Source: an optimization exercise on an open RTL-to-GDS flow (aim: small area and a short achievable clock period). Production flows keep margins and buffers that such runs may drop. Function was checked by simulation only, so behaviour that the tests miss may differ from the original. No activity file was given, so power comes from the tool's default toggle rates.

==> design.v <==
module welt_rx_flight (
    input  wire         clk,
    input  wire         rst,           
    input  wire         cfg_enc,       
    input  wire         in_valid,
    input  wire [255:0] in_data,       
    output reg          s_valid,
    output reg  [2:0]   s_kind,
    output reg          s_fwd,
    output reg          s_hfail,
    output reg          f_valid,
    output reg  [1:0]   f_result,
    output reg          f_crc_ok,
    output reg          f_hdr_ok,
    output reg  [15:0]  f_fseq,
    output reg          f_fill_next,
    output reg  [15:0]  f_ack_seq,
    output reg          f_nak,
    output reg  [1:0]   f_nak_rpl
);
    localparam [2:0] K_HEADER = 3'd0;
    localparam [2:0] K_DATA   = 3'd1;
    localparam [2:0] K_LINK   = 3'd2;
    localparam [2:0] K_FILL   = 3'd3;
    localparam [2:0] K_TAG    = 3'd4;
    localparam [2:0] K_SEAL   = 3'd5;
    localparam [1:0] R_ACCEPT  = 2'd0;
    localparam [1:0] R_EMPTY   = 2'd1;
    localparam [1:0] R_DISCARD = 2'd2;
    localparam [1:0] R_FAIL    = 2'd3;
    localparam [8:0] MAX_LEN = 9'd320;
    reg [4:0]  pos;           
    reg        fill_cur;      
    reg [8:0]  rem;           
    reg [8:0]  rem_saved;     
    reg [31:0] crc;           
    reg        hfail_seen;    
    reg [15:0] ack_seq;
    reg        nak;
    reg [1:0]  nak_rpl;
    reg [1:0]  last_rpl;      
    localparam [31:0]  S32_0 = 32'h74482112;
    localparam [255:0] D32_0 = 256'h04d101df481b4e5af182fa07eb46de2f17830a34c6f00657cee3d50174482112;
    localparam [31:0]  S32_1 = 32'he8904225;
    localparam [255:0] D32_1 = 256'h09a203be90369cb5e305f40fd68dbc5e2f0614698de00caf9dc7aa02e8904225;
    localparam [31:0]  S32_2 = 32'hd120844a;
    localparam [255:0] D32_2 = 256'h1344077d206d396bc60be81fad1b78bc5e0c28d31bc0195f3b8f5405d120844a;
    localparam [31:0]  S32_3 = 32'ha2410895;
    localparam [255:0] D32_3 = 256'h26880efa40da72d78c17d03f5a36f178bc1851a6378032be771ea80ba2410895;
    localparam [31:0]  S32_4 = 32'h4482112a;
    localparam [255:0] D32_4 = 256'h4d101df481b4e5af182fa07eb46de2f17830a34c6f00657cee3d50174482112a;
    localparam [31:0]  S32_5 = 32'h89042255;
    localparam [255:0] D32_5 = 256'h9a203be90369cb5e305f40fd68dbc5e2f0614698de00caf9dc7aa02e89042255;
    localparam [31:0]  S32_6 = 32'h664065b8;
    localparam [255:0] D32_6 = 256'h3091760d4ec8d8e6913c7bfd3af155eaf74187057af193a47616955c664065b8;
    localparam [31:0]  S32_7 = 32'hcc80cb71;
    localparam [255:0] D32_7 = 256'h6122ec1a9d91b1cd2278f7fa75e2abd5ee830e0af5e32748ec2d2ab8cc80cb71;
    localparam [31:0]  S32_8 = 32'h990196e3;
    localparam [255:0] D32_8 = 256'hc245d8353b23639a44f1eff4ebc557abdd061c15ebc64e91d85a5571990196e3;
    localparam [31:0]  S32_9 = 32'h464b0cd4;
    localparam [255:0] D32_9 = 256'h805ab1b53e5d896e786125ee3ccc7178ad8f321f117c9b747e577fe2464b0cd4;
    localparam [31:0]  S32_10 = 32'hf8de38bb;
    localparam [255:0] D32_10 = 256'h046462b534a05c860140b1db92de3cde4c9d6e0ae40930bf324d2ac5f8de38bb;
    localparam [31:0]  S32_11 = 32'hf1bc7176;
    localparam [255:0] D32_11 = 256'h08c8c56a6940b90c028163b725bc79bc993adc15c812617e649a558bf1bc7176;
    localparam [31:0]  S32_12 = 32'he378e2ec;
    localparam [255:0] D32_12 = 256'h11918ad4d28172180502c76e4b78f3793275b82b9024c2fcc934ab17e378e2ec;
    localparam [31:0]  S32_13 = 32'hc6f1c5d8;
    localparam [255:0] D32_13 = 256'h232315a9a502e4300a058edc96f1e6f264eb7057204985f99269562fc6f1c5d8;
    localparam [31:0]  S32_14 = 32'h8de38bb0;
    localparam [255:0] D32_14 = 256'h46462b534a05c860140b1db92de3cde4c9d6e0ae40930bf324d2ac5f8de38bb0;
    localparam [31:0]  S32_15 = 32'h1bc71760;
    localparam [255:0] D32_15 = 256'h8c8c56a6940b90c028163b725bc79bc993adc15c812617e649a558bf1bc71760;
    localparam [31:0]  S32_16 = 32'h43c60fd2;
    localparam [255:0] D32_16 = 256'h1dc9ac92600c6fdaa1ae8ce35cc9e9bc30d8888dc4bc299b5da9647f43c60fd2;
    localparam [31:0]  S32_17 = 32'h878c1fa5;
    localparam [255:0] D32_17 = 256'h3b935924c018dfb5435d19c6b993d37861b1111b89785336bb52c8fe878c1fa5;
    localparam [31:0]  S32_18 = 32'h0f183f4a;
    localparam [255:0] D32_18 = 256'h7726b2498031bf6a86ba338d7327a6f0c362223712f0a66d76a591fd0f183f4a;
    localparam [31:0]  S32_19 = 32'h1e307e95;
    localparam [255:0] D32_19 = 256'hee4d649300637ed50d74671ae64f4de186c4446e25e14cdaed4b23fa1e307e95;
    localparam [31:0]  S32_20 = 32'h4828dc39;
    localparam [255:0] D32_20 = 256'hd84bc8f948ddb3f0eb6a343227d845ec1a0b82e88d329fe2147592f54828dc39;
    localparam [31:0]  S32_21 = 32'he4199960;
    localparam [255:0] D32_21 = 256'hb446902dd9a029bb27569263a4f655f723940fe5dc953993e608f0ebe4199960;
    localparam [31:0]  S32_22 = 32'hbc7b13d3;
    localparam [255:0] D32_22 = 256'h6c5c2184fb5b1d2cbf2fdec0a2aa75c150ab15ff7fda757002f234d6bc7b13d3;
    localparam [31:0]  S32_23 = 32'h78f627a7;
    localparam [255:0] D32_23 = 256'hd8b84309f6b63a597e5fbd814554eb82a1562bfeffb4eae005e469ad78f627a7;
    localparam [31:0]  S32_24 = 32'h85a46e5d;
    localparam [255:0] D32_24 = 256'hb5a187cca5773ae80d3d810561ef092a552f5dc93999d397c52b065b85a46e5d;
    localparam [31:0]  S32_25 = 32'h7f00fda8;
    localparam [255:0] D32_25 = 256'h6f920e4602f53b8aebf9f80d2898cc7bbdddb1a6b5c3a17844b5d9b67f00fda8;
    localparam [31:0]  S32_26 = 32'hfe01fb50;
    localparam [255:0] D32_26 = 256'hdf241c8c05ea7715d7f3f01a513198f77bbb634d6b8742f0896bb36cfe01fb50;
    localparam [31:0]  S32_27 = 32'h884bd7b2;
    localparam [255:0] D32_27 = 256'hba9938c743cfa0715e651a334925efc1e0f5ccae11fe83b6dc34b3d8884bd7b2;
    localparam [31:0]  S32_28 = 32'h64df8e77;
    localparam [255:0] D32_28 = 256'h71e37051cf840eb84d48ce61790d01acd6689368e50d013a768ab2b064df8e77;
    localparam [31:0]  S32_29 = 32'hc9bf1cef;
    localparam [255:0] D32_29 = 256'he3c6e0a39f081d709a919cc2f21a0359acd126d1ca1a0274ed156560c9bf1cef;
    localparam [31:0]  S32_30 = 32'he73618cd;
    localparam [255:0] D32_30 = 256'hc35cc098760b74bbc4a1c3820f72d89c4e21479752c402be14c91fc0e73618cd;
    localparam [31:0]  S32_31 = 32'hba241089;
    localparam [255:0] D32_31 = 256'h826880efa40da72d78c17d03f5a36f178bc1851a6378032be771ea80ba241089;
    localparam [31:0]  S28_0 = 32'hcee3d501;
    localparam [223:0] D28_0 = 224'h04d101df481b4e5af182fa07eb46de2f17830a34c6f00657cee3d501;
    localparam [31:0]  S28_1 = 32'h9dc7aa02;
    localparam [223:0] D28_1 = 224'h09a203be90369cb5e305f40fd68dbc5e2f0614698de00caf9dc7aa02;
    localparam [31:0]  S28_2 = 32'h3b8f5405;
    localparam [223:0] D28_2 = 224'h1344077d206d396bc60be81fad1b78bc5e0c28d31bc0195f3b8f5405;
    localparam [31:0]  S28_3 = 32'h771ea80b;
    localparam [223:0] D28_3 = 224'h26880efa40da72d78c17d03f5a36f178bc1851a6378032be771ea80b;
    localparam [31:0]  S28_4 = 32'hee3d5017;
    localparam [223:0] D28_4 = 224'h4d101df481b4e5af182fa07eb46de2f17830a34c6f00657cee3d5017;
    localparam [31:0]  S28_5 = 32'hdc7aa02e;
    localparam [223:0] D28_5 = 224'h9a203be90369cb5e305f40fd68dbc5e2f0614698de00caf9dc7aa02e;
    localparam [31:0]  S28_6 = 32'h7616955c;
    localparam [223:0] D28_6 = 224'h3091760d4ec8d8e6913c7bfd3af155eaf74187057af193a47616955c;
    localparam [31:0]  S28_7 = 32'hec2d2ab8;
    localparam [223:0] D28_7 = 224'h6122ec1a9d91b1cd2278f7fa75e2abd5ee830e0af5e32748ec2d2ab8;
    localparam [31:0]  S28_8 = 32'hd85a5571;
    localparam [223:0] D28_8 = 224'hc245d8353b23639a44f1eff4ebc557abdd061c15ebc64e91d85a5571;
    localparam [31:0]  S28_9 = 32'h7e577fe2;
    localparam [223:0] D28_9 = 224'h805ab1b53e5d896e786125ee3ccc7178ad8f321f117c9b747e577fe2;
    localparam [31:0]  S28_10 = 32'h324d2ac5;
    localparam [223:0] D28_10 = 224'h046462b534a05c860140b1db92de3cde4c9d6e0ae40930bf324d2ac5;
    localparam [31:0]  S28_11 = 32'h649a558b;
    localparam [223:0] D28_11 = 224'h08c8c56a6940b90c028163b725bc79bc993adc15c812617e649a558b;
    localparam [31:0]  S28_12 = 32'hc934ab17;
    localparam [223:0] D28_12 = 224'h11918ad4d28172180502c76e4b78f3793275b82b9024c2fcc934ab17;
    localparam [31:0]  S28_13 = 32'h9269562f;
    localparam [223:0] D28_13 = 224'h232315a9a502e4300a058edc96f1e6f264eb7057204985f99269562f;
    localparam [31:0]  S28_14 = 32'h24d2ac5f;
    localparam [223:0] D28_14 = 224'h46462b534a05c860140b1db92de3cde4c9d6e0ae40930bf324d2ac5f;
    localparam [31:0]  S28_15 = 32'h49a558bf;
    localparam [223:0] D28_15 = 224'h8c8c56a6940b90c028163b725bc79bc993adc15c812617e649a558bf;
    localparam [31:0]  S28_16 = 32'h5da9647f;
    localparam [223:0] D28_16 = 224'h1dc9ac92600c6fdaa1ae8ce35cc9e9bc30d8888dc4bc299b5da9647f;
    localparam [31:0]  S28_17 = 32'hbb52c8fe;
    localparam [223:0] D28_17 = 224'h3b935924c018dfb5435d19c6b993d37861b1111b89785336bb52c8fe;
    localparam [31:0]  S28_18 = 32'h76a591fd;
    localparam [223:0] D28_18 = 224'h7726b2498031bf6a86ba338d7327a6f0c362223712f0a66d76a591fd;
    localparam [31:0]  S28_19 = 32'hed4b23fa;
    localparam [223:0] D28_19 = 224'hee4d649300637ed50d74671ae64f4de186c4446e25e14cdaed4b23fa;
    localparam [31:0]  S28_20 = 32'h147592f5;
    localparam [223:0] D28_20 = 224'hd84bc8f948ddb3f0eb6a343227d845ec1a0b82e88d329fe2147592f5;
    localparam [31:0]  S28_21 = 32'he608f0eb;
    localparam [223:0] D28_21 = 224'hb446902dd9a029bb27569263a4f655f723940fe5dc953993e608f0eb;
    localparam [31:0]  S28_22 = 32'h02f234d6;
    localparam [223:0] D28_22 = 224'h6c5c2184fb5b1d2cbf2fdec0a2aa75c150ab15ff7fda757002f234d6;
    localparam [31:0]  S28_23 = 32'h05e469ad;
    localparam [223:0] D28_23 = 224'hd8b84309f6b63a597e5fbd814554eb82a1562bfeffb4eae005e469ad;
    localparam [31:0]  S28_24 = 32'hc52b065b;
    localparam [223:0] D28_24 = 224'hb5a187cca5773ae80d3d810561ef092a552f5dc93999d397c52b065b;
    localparam [31:0]  S28_25 = 32'h44b5d9b6;
    localparam [223:0] D28_25 = 224'h6f920e4602f53b8aebf9f80d2898cc7bbdddb1a6b5c3a17844b5d9b6;
    localparam [31:0]  S28_26 = 32'h896bb36c;
    localparam [223:0] D28_26 = 224'hdf241c8c05ea7715d7f3f01a513198f77bbb634d6b8742f0896bb36c;
    localparam [31:0]  S28_27 = 32'hdc34b3d8;
    localparam [223:0] D28_27 = 224'hba9938c743cfa0715e651a334925efc1e0f5ccae11fe83b6dc34b3d8;
    localparam [31:0]  S28_28 = 32'h768ab2b0;
    localparam [223:0] D28_28 = 224'h71e37051cf840eb84d48ce61790d01acd6689368e50d013a768ab2b0;
    localparam [31:0]  S28_29 = 32'hed156560;
    localparam [223:0] D28_29 = 224'he3c6e0a39f081d709a919cc2f21a0359acd126d1ca1a0274ed156560;
    localparam [31:0]  S28_30 = 32'h14c91fc0;
    localparam [223:0] D28_30 = 224'hc35cc098760b74bbc4a1c3820f72d89c4e21479752c402be14c91fc0;
    localparam [31:0]  S28_31 = 32'he771ea80;
    localparam [223:0] D28_31 = 224'h826880efa40da72d78c17d03f5a36f178bc1851a6378032be771ea80;
    localparam [239:0] H_0 = 240'h1119581c0b049b854f2d5781057d4a8a10ff97d936ac8d5904cb50c8fe21;
    localparam [239:0] H_1 = 240'h2232b0381608360b9f5aae020bfa941421fe2fb36d581bb30896a190fd43;
    localparam [239:0] H_2 = 240'h446460712c106c163eb55c0516f4292942fc5f66dbb03666112c4321fb87;
    localparam [239:0] H_3 = 240'h88c8c0e25820d82c7c6ab90a2ce8535284f8bfccb6616dcc22588642f60f;
    localparam [239:0] H_4 = 240'h109181c5b140b059f8d4721558d0a7a408f17f996dc3da9845b00c85ec1f;
    localparam [239:0] H_5 = 240'h313b5b976885fb36bf84b2abb5dd05c3011d68ebed2a38688fab49c2271e;
    localparam [239:0] H_6 = 240'h6276b62ed10af76d7e0965576bbb0b86033ad0d6db5570d01e5793844f3c;
    localparam [239:0] H_7 = 240'hc4ec6c5da215eedbfc12caaed676170c0774a0adb7abe0a03dae26099f78;
    localparam [239:0] H_8 = 240'h88d9d9ba442bdcb7f925945daded2e180ee8405b6f57c1417b5c4d123ef1;
    localparam [239:0] H_9 = 240'h10b3b3758956b86ff34b28bb5adb5d301cd081b6deae8283f6b89a247ce2;
    localparam [239:0] H_10 = 240'h206667eb12ad70dfe6975076b5b6bb6038a0036dbd5d0507ed713549f8c4;
    localparam [239:0] H_11 = 240'h40ccced6255ae1becd2fa1ec6a6d77c1704007da7abb0a0edae36a92f089;
    localparam [239:0] H_12 = 240'h9181c5b140b059f8d4721558d0a7a408f17f996dc3da9845b00c85ec1f32;
    localparam [239:0] H_13 = 240'h22038b638160b3f0a9e52ab0a04f4911e2ff32db86b5318b60190ad93f64;
    localparam [239:0] H_14 = 240'h440616c702c166e153cb5560419f9222c4ff65b60d6b6316c13214b27fc8;
    localparam [239:0] H_15 = 240'h880c2c8e0582cdc2a796abc0823e254588ffcb6c1bd6c62c82652864ff90;
    localparam [15:0]  HK = 16'h2a45;
    wire [31:0] crc_slot;    
    wire [31:0] crc_seal;    
    wire [15:0] hchk;        
    assign crc_slot[0] = ^(crc & S32_0) ^ ^(in_data & D32_0);
    assign crc_slot[1] = ^(crc & S32_1) ^ ^(in_data & D32_1);
    assign crc_slot[2] = ^(crc & S32_2) ^ ^(in_data & D32_2);
    assign crc_slot[3] = ^(crc & S32_3) ^ ^(in_data & D32_3);
    assign crc_slot[4] = ^(crc & S32_4) ^ ^(in_data & D32_4);
    assign crc_slot[5] = ^(crc & S32_5) ^ ^(in_data & D32_5);
    assign crc_slot[6] = ^(crc & S32_6) ^ ^(in_data & D32_6);
    assign crc_slot[7] = ^(crc & S32_7) ^ ^(in_data & D32_7);
    assign crc_slot[8] = ^(crc & S32_8) ^ ^(in_data & D32_8);
    assign crc_slot[9] = ^(crc & S32_9) ^ ^(in_data & D32_9);
    assign crc_slot[10] = ^(crc & S32_10) ^ ^(in_data & D32_10);
    assign crc_slot[11] = ^(crc & S32_11) ^ ^(in_data & D32_11);
    assign crc_slot[12] = ^(crc & S32_12) ^ ^(in_data & D32_12);
    assign crc_slot[13] = ^(crc & S32_13) ^ ^(in_data & D32_13);
    assign crc_slot[14] = ^(crc & S32_14) ^ ^(in_data & D32_14);
    assign crc_slot[15] = ^(crc & S32_15) ^ ^(in_data & D32_15);
    assign crc_slot[16] = ^(crc & S32_16) ^ ^(in_data & D32_16);
    assign crc_slot[17] = ^(crc & S32_17) ^ ^(in_data & D32_17);
    assign crc_slot[18] = ^(crc & S32_18) ^ ^(in_data & D32_18);
    assign crc_slot[19] = ^(crc & S32_19) ^ ^(in_data & D32_19);
    assign crc_slot[20] = ^(crc & S32_20) ^ ^(in_data & D32_20);
    assign crc_slot[21] = ^(crc & S32_21) ^ ^(in_data & D32_21);
    assign crc_slot[22] = ^(crc & S32_22) ^ ^(in_data & D32_22);
    assign crc_slot[23] = ^(crc & S32_23) ^ ^(in_data & D32_23);
    assign crc_slot[24] = ^(crc & S32_24) ^ ^(in_data & D32_24);
    assign crc_slot[25] = ^(crc & S32_25) ^ ^(in_data & D32_25);
    assign crc_slot[26] = ^(crc & S32_26) ^ ^(in_data & D32_26);
    assign crc_slot[27] = ^(crc & S32_27) ^ ^(in_data & D32_27);
    assign crc_slot[28] = ^(crc & S32_28) ^ ^(in_data & D32_28);
    assign crc_slot[29] = ^(crc & S32_29) ^ ^(in_data & D32_29);
    assign crc_slot[30] = ^(crc & S32_30) ^ ^(in_data & D32_30);
    assign crc_slot[31] = ^(crc & S32_31) ^ ^(in_data & D32_31);
    assign crc_seal[0] = ^(crc & S28_0) ^ ^(in_data[223:0] & D28_0);
    assign crc_seal[1] = ^(crc & S28_1) ^ ^(in_data[223:0] & D28_1);
    assign crc_seal[2] = ^(crc & S28_2) ^ ^(in_data[223:0] & D28_2);
    assign crc_seal[3] = ^(crc & S28_3) ^ ^(in_data[223:0] & D28_3);
    assign crc_seal[4] = ^(crc & S28_4) ^ ^(in_data[223:0] & D28_4);
    assign crc_seal[5] = ^(crc & S28_5) ^ ^(in_data[223:0] & D28_5);
    assign crc_seal[6] = ^(crc & S28_6) ^ ^(in_data[223:0] & D28_6);
    assign crc_seal[7] = ^(crc & S28_7) ^ ^(in_data[223:0] & D28_7);
    assign crc_seal[8] = ^(crc & S28_8) ^ ^(in_data[223:0] & D28_8);
    assign crc_seal[9] = ^(crc & S28_9) ^ ^(in_data[223:0] & D28_9);
    assign crc_seal[10] = ^(crc & S28_10) ^ ^(in_data[223:0] & D28_10);
    assign crc_seal[11] = ^(crc & S28_11) ^ ^(in_data[223:0] & D28_11);
    assign crc_seal[12] = ^(crc & S28_12) ^ ^(in_data[223:0] & D28_12);
    assign crc_seal[13] = ^(crc & S28_13) ^ ^(in_data[223:0] & D28_13);
    assign crc_seal[14] = ^(crc & S28_14) ^ ^(in_data[223:0] & D28_14);
    assign crc_seal[15] = ^(crc & S28_15) ^ ^(in_data[223:0] & D28_15);
    assign crc_seal[16] = ^(crc & S28_16) ^ ^(in_data[223:0] & D28_16);
    assign crc_seal[17] = ^(crc & S28_17) ^ ^(in_data[223:0] & D28_17);
    assign crc_seal[18] = ^(crc & S28_18) ^ ^(in_data[223:0] & D28_18);
    assign crc_seal[19] = ^(crc & S28_19) ^ ^(in_data[223:0] & D28_19);
    assign crc_seal[20] = ^(crc & S28_20) ^ ^(in_data[223:0] & D28_20);
    assign crc_seal[21] = ^(crc & S28_21) ^ ^(in_data[223:0] & D28_21);
    assign crc_seal[22] = ^(crc & S28_22) ^ ^(in_data[223:0] & D28_22);
    assign crc_seal[23] = ^(crc & S28_23) ^ ^(in_data[223:0] & D28_23);
    assign crc_seal[24] = ^(crc & S28_24) ^ ^(in_data[223:0] & D28_24);
    assign crc_seal[25] = ^(crc & S28_25) ^ ^(in_data[223:0] & D28_25);
    assign crc_seal[26] = ^(crc & S28_26) ^ ^(in_data[223:0] & D28_26);
    assign crc_seal[27] = ^(crc & S28_27) ^ ^(in_data[223:0] & D28_27);
    assign crc_seal[28] = ^(crc & S28_28) ^ ^(in_data[223:0] & D28_28);
    assign crc_seal[29] = ^(crc & S28_29) ^ ^(in_data[223:0] & D28_29);
    assign crc_seal[30] = ^(crc & S28_30) ^ ^(in_data[223:0] & D28_30);
    assign crc_seal[31] = ^(crc & S28_31) ^ ^(in_data[223:0] & D28_31);
    assign hchk[0] = ^(in_data[239:0] & H_0) ^ HK[0];
    assign hchk[1] = ^(in_data[239:0] & H_1) ^ HK[1];
    assign hchk[2] = ^(in_data[239:0] & H_2) ^ HK[2];
    assign hchk[3] = ^(in_data[239:0] & H_3) ^ HK[3];
    assign hchk[4] = ^(in_data[239:0] & H_4) ^ HK[4];
    assign hchk[5] = ^(in_data[239:0] & H_5) ^ HK[5];
    assign hchk[6] = ^(in_data[239:0] & H_6) ^ HK[6];
    assign hchk[7] = ^(in_data[239:0] & H_7) ^ HK[7];
    assign hchk[8] = ^(in_data[239:0] & H_8) ^ HK[8];
    assign hchk[9] = ^(in_data[239:0] & H_9) ^ HK[9];
    assign hchk[10] = ^(in_data[239:0] & H_10) ^ HK[10];
    assign hchk[11] = ^(in_data[239:0] & H_11) ^ HK[11];
    assign hchk[12] = ^(in_data[239:0] & H_12) ^ HK[12];
    assign hchk[13] = ^(in_data[239:0] & H_13) ^ HK[13];
    assign hchk[14] = ^(in_data[239:0] & H_14) ^ HK[14];
    assign hchk[15] = ^(in_data[239:0] & H_15) ^ HK[15];
    wire [10:0] flow_id = in_data[10:0];
    wire [8:0]  hdr_len = in_data[21:13];
    wire [15:0] hchk_rx = in_data[255:240];    
    wire is_seal = (pos == 5'd31);
    wire is_fill = (pos == 5'd0) && fill_cur;
    wire is_tag  = (pos == 5'd30) && cfg_enc;
    reg [2:0] kind;
    always @* begin
        if (is_seal)               kind = K_SEAL;
        else if (is_fill)          kind = K_FILL;
        else if (is_tag)           kind = K_TAG;
        else if (rem != 9'd0)      kind = K_DATA;
        else if (flow_id == 11'h7FF) kind = K_LINK;
        else                       kind = K_HEADER;
    end
    wire hchk_bad = (hchk != hchk_rx);
    wire hfail    = ((kind == K_HEADER) && (hchk_bad || hdr_len > MAX_LEN)) ||
                    ((kind == K_LINK) && hchk_bad);
    wire fwd      = ((kind == K_HEADER) || (kind == K_DATA)) &&
                    !hfail && !hfail_seen && !nak;
    reg [8:0] rem_next;
    always @* begin
        case (kind)
            K_DATA:   rem_next = rem - 9'd1;
            K_HEADER: rem_next = hdr_len;
            default:  rem_next = rem;
        endcase
    end
    wire [15:0] seal_fseq  = in_data[15:0];
    wire [1:0]  seal_rpl   = in_data[38:37];    
    wire        seal_fill  = in_data[35];       
    wire        seal_empty = in_data[152];      
    wire [31:0] seal_crc   = in_data[255:224];  
    wire [31:0] crc_seal_calc = ~crc_seal;
    wire        crc_ok        = (crc_seal_calc == seal_crc);
    wire        hdr_ok        = !hfail_seen;
    wire        good          = crc_ok && hdr_ok;
    reg [1:0] result;
    always @* begin
        if (!good)
            result = R_FAIL;
        else if (seal_empty)
            result = (seal_fseq == ack_seq) ? R_EMPTY : R_DISCARD;
        else if ((seal_fseq == ack_seq + 16'd1) && (!nak || seal_rpl != nak_rpl))
            result = R_ACCEPT;
        else
            result = R_DISCARD;
    end
    always @(posedge clk) begin
        if (rst) begin
            pos        <= 5'd0;
            fill_cur   <= 1'b0;
            rem        <= 9'd0;
            rem_saved  <= 9'd0;
            crc        <= 32'hFFFFFFFF;
            hfail_seen <= 1'b0;
            ack_seq    <= 16'hFFFF;
            nak        <= 1'b0;
            nak_rpl    <= 2'd0;
            last_rpl   <= 2'd0;
            s_valid    <= 1'b0;
            f_valid    <= 1'b0;
        end else begin
            s_valid <= in_valid;
            f_valid <= in_valid && is_seal;
            if (in_valid) begin
                pos     <= pos + 5'd1;
                s_kind  <= kind;
                s_fwd   <= fwd;
                s_hfail <= hfail;
                if (!is_seal) begin
                    rem <= rem_next;
                    if (hfail)
                        hfail_seen <= 1'b1;
                    if (!is_fill)
                        crc <= crc_slot;
                end else begin
                    crc        <= 32'hFFFFFFFF;
                    hfail_seen <= 1'b0;
                    fill_cur   <= seal_fill;
                    if (result == R_ACCEPT) begin
                        rem_saved <= rem;
                        ack_seq   <= seal_fseq;
                        last_rpl  <= seal_rpl;
                        nak       <= 1'b0;
                    end else begin
                        rem <= rem_saved;
                        if (result == R_FAIL && !nak) begin
                            nak     <= 1'b1;
                            nak_rpl <= last_rpl;
                        end
                    end
                    f_result    <= result;
                    f_crc_ok    <= crc_ok;
                    f_hdr_ok    <= hdr_ok;
                    f_fseq      <= seal_fseq;
                    f_fill_next <= seal_fill;
                    f_ack_seq   <= (result == R_ACCEPT) ? seal_fseq : ack_seq;
                    f_nak       <= (result == R_ACCEPT) ? 1'b0 :
                                   (result == R_FAIL) ? 1'b1 : nak;
                    f_nak_rpl   <= (result == R_FAIL && !nak) ? last_rpl : nak_rpl;
                end
            end
        end
    end
endmodule
==> run.sh <==
#!/bin/bash
# synth_recipe.tcl (not shown) runs the flow's synth.tcl, then flattens the netlist and writes it again
# the make line also repeats each setting of config.mk as NAME=value (left out here)
make -C /OpenROAD-flow-scripts/flow DESIGN_CONFIG=/design/flow/config.mk WORK_HOME=/design/flow/orfs CLKGATE_MAP_FILE= SYNTH_SCRIPT=/design/flow/synth_recipe.tcl finish
==> config.mk <==
export PLATFORM = sky130hd
export DESIGN_NAME = welt_rx_flight
export DESIGN_NICKNAME = welt_rx_flight
export VERILOG_FILES = /design/flow/design.v
export SDC_FILE = /design/flow/constraint.sdc
export NUM_CORES = 4
export LEC_CHECK = 0
export CAP_MARGIN = 40
export CORE_MARGIN = 2
export CORE_UTILIZATION = 25
export SLEW_MARGIN = 40
==> constraint.sdc <==
create_clock -name core_clock -period 10.0 [get_ports {clk}]
set_input_delay 2.0000 -clock core_clock [delete_from_list [all_inputs] [get_ports {clk}]]
set_output_delay 2.0000 -clock core_clock [all_outputs]
set_load 0.01 [all_outputs]
==> reports/metrics.csv <==
metric,value,unit
status,timing/DRC/antenna clean,
share of cells above drive strength 1,23.4,%
worst r2r path cells,15,
hold path depth,2,
Rows,162,
via count,52610,
Slew @ Worst Pin,1120,ps
final WL,618000,µm
# hold bufs at CTS,0,
Reg2Reg Capture Point,rem[8]$_SDFFE_PP0P_,
fmax,113,MHz
vias in the first global route,44342,
total track usage,60.0,%
Hold Crit Endpoint,rem_saved[2]$_SDFFE_PP0P_,
power share of the clock group,1.8,%
Starting Density,25.2,%
die area,201000,µm²
die height,448,µm
post-route cell area,63900,µm²
HPWL Detailed,522000,µm
ys flop type,dfxtp_1,
TritonCTS clock tree,yes,
Setup CP Type,in2reg,
GR Util met1,63.5,%
Synthesis Warnings,1,
pwr dens,569,nW/µm²
fin util,32.7,%
unrepaired setup endpoints after global routing,no,
largest net degree at the start of global routing,65,
root buffer cell,clkbuf_16,
I/O pins,307,
sequential area share after synthesis,6.00,%
FF-to-FF Start,crc[28]$_SDFFE_PP1P_,
gr busiest metal,met2,
final worst path period share,88.8,%
area growth from synthesis to final layout,29.8,%
Port Buffer Count,306,
core region area,195000,µm²
Filler cells,20226,
final setup TNS,0,ps
ys async rst share,0,%
nets,5932,
Initial DRT Pass Iterations,6,
maximum clock path buffer count,2,
switching pwr,22000,µW
"flops & latches, synth",125,
most frequent cells in the layout,"2,528 x xnor2_1, 764 x buf_4, 611 x xor2_1",
worst vdd ir,0.285,mV
DR WL/cell,74.0,µm
P_int,14400,µW
Final Max Slew Viols,0,
Worst EP arrival,9270,ps
Logic pwr share,96.1,%
Synth cell types,65,
DP Area,62700,µm²
Final ANT Viol Nets,0,
clk latency of the worst-skew pair,490,ps
Post-Syn Nets,5173,
r2r setup slk,3310,ps
met3 Track Usage GR,42.6,%
Die X,448,µm
CP endpoint kind,register,
Initial DRC Count,10977,
DRC viols,0,
Final Hold Vio Count,0,
met2 Usage GRT,74.5,%
"most common cell after layout, fill and taps aside",xnor2_1,
"Setup violations, final",0,
H-tree levels,4,
GP Congestion,1.28,
min cycle time layout,8880,ps
Clock transition at path regs,60,ps
min-delay src,rem_saved[2]$_SDFFE_PP0P_,
total gr overflow,0,
number of flops mapped to enable cells by yosys,45,
relative slew slack,25.2,%
Setup crit start kind,input pin,
initial antenna violation count,61,
Mapped Area,49300,µm²
global-route wire length before repair,714000,µm
Sequential Power Share,2.0,%
post-CTS setup buffer count,0,
Syn Inst Count,4897,
clock sinks,125,
WP data required,10380,ps
number of buffers created by CTS,17,
Net Sw Frac,60.4,%
MaxCap Viol Count,0,
synthesized area per cell,10.1,µm²
DR vias/cell,6.30,
Resize count post-CTS,0,
HP Class,reg2reg,
Lkg Pwr,0.0256,µW
critical path peak fanout,7,
Worst Skew,16.5,ps
-- worst max-delay path: stages --
cell and delay [ps]:
clkdlybuf4s50_1 940, buf_4 420, xor3_1 760, xnor3_1 440
xnor3_1 430, xnor3_1 700, xnor2_1 200, xnor3_1 550
nor4_1 780, nand4_1 380, buf_4 270, or4b_1 530
buf_4 240, buf_4 190, mux2i_1 130, a221oi_1 270
-- final cells by class --
type,count,area (µm²),area share [%]
clock inverters,12,124,0.194
well taps,2624,3280,5.14
flip-flops and latches,125,2970,4.64
multi-input cells,4414,48200,75.4
diodes,59,148,0.231
clock buffers,20,468,0.732
repair buffers,1083,8710,13.6
inverters,15,56.3,0.0881
-- Yosys cell counts, types with 13 or more instances --
library cell	n	area share, %
xnor2_1	2815	50
xor2_1	671	12
xnor3_1	422	19
buf_2	151	1.5
clkbuf_1	148	1.1
dfxtp_1	80	3.3
nor2_1	66	0.50
xor3_1	51	2.5
edfxtp_1	45	2.7
nor3_1	40	0.41
o21bai_1	32	0.49
nand2_1	31	0.24
o21ai_0	31	0.32
buf_1	25	0.19
a21oi_1	24	0.24
xnor2_2	24	0.79
nand3_1	21	0.21
ha_1	16	0.41
mux2_2	16	0.37
o22a_1	16	0.28
inv_1	15	0.11
mux2i_1	14	0.28
buf_4	13	0.20
nand4_1	13	0.17
-- registers in the layout (all words and copies together) (netlist names), 2 cells and up --
| signal | flops |
|---|---|
| f_ack_seq | 16 |
| crc | 32 |
| rem_saved | 9 |
| f_result | 2 |
| last_rpl | 2 |
| nak_rpl | 2 |
| s_kind | 3 |
| rem | 9 |
| f_nak_rpl | 2 |
| ack_seq | 16 |
| f_fseq | 16 |
| pos | 5 |
-- stage by stage --
step | setup slack (ps) | power [µW] | instances | hold WS, ps
after floorplan | 3730 | 18600 | 4897 | 442
after global placement | 452 | 32700 | 8239 | 479
after detailed placement | 1200 | 32900 | 8255 | 464
after CTS | 1700 | 33600 | 8287 | 474
after global routing | 1420 | 35100 | 8307 | 504
final | 1120 | 36400 | 8352 | 472
-- how the worst max path moves through the flow --
stage | startpoint | to | slack [ps]
floorplan | in_data[20] | f_ack_seq[0]$_DFFE_PP_ | 3730
global placement | in_data[39] | rem[1]$_SDFFE_PP0P_ | 450
detailed placement | in_data[192] | rem[8]$_SDFFE_PP0P_ | 1200
CTS | in_data[169] | rem[2]$_SDFFE_PP0P_ | 1700
global route | in_data[192] | rem[1]$_SDFFE_PP0P_ | 1420
finish | in_data[169] | rem[8]$_SDFFE_PP0P_ | 1120
-- routing by layer --
metal	vias to the layer above	wire, µm
met5	-	4370
met4	60	75100
met3	2155	103000
met2	6743	220000
met1	26671	215000
li1	16981	-
-- power groups by stage --
| stage | clock network [µW] | registers (µW) | logic (µW) |
|---|---|---|---|
| floorplan | 0 | 635 | 17900 |
| global placement | 0 | 730 | 32000 |
| detailed placement | 0 | 735 | 32100 |
| CTS | 669 | 724 | 32300 |
| global route | 691 | 731 | 33700 |
| finish | 662 | 740 | 35000 |
-- cells by family (layout without fill, tap and decap cells) --
kind of cell             Yosys count  count (layout)  synth area share [%]
other                              0              59                     0
multiplexers                      30              30                 0.650
AND/OR/NAND/NOR                  232             232                  2.46
AO/OA/AOI/OAI                    138             138                  1.91
buffers and inverters            358            1130                  3.30
flip-flops                       125             125                  6.00
XOR/XNOR                        3998            3998                  85.3
adder cells (fa/ha/maj)           16              16                 0.406

## re-timing with driven ports
The results above use ideal ports. As a check the final layout listed here was re-extracted and re-timed, cells and wires unchanged. Step 1 (the two cells are an assumption about what drives the block):
set clk [get_ports {clk}]
set_driving_cell -lib_cell sky130_fd_sc_hd__clkbuf_16 $clk
set_driving_cell -lib_cell sky130_fd_sc_hd__buf_2 [delete_from_list [all_inputs] $clk]
Step 2 moves the port delays by t, midway between the first and last clock arrival at a register: inputs arrive t later, outputs are due t later. That takes back most of the time a late clock gives input paths. Slacks: ideal / step 1 / step 2; pairs: ideal / step 1.
shift t [ns]: 0.544
setup slack, ns: 1.116 / 1.150 / 0.606
hold WS [ns]: 0.472 / 0.472 / 0.472
worst register clock-pin slew, ns: 0.07 / 0.07
worst slew at a driven data input, ns: 0.10
After both steps setup and hold are still met in this run. For this run, drivers alone change the setup slack by +0.034 ns; drivers and shift together by -0.510 ns.
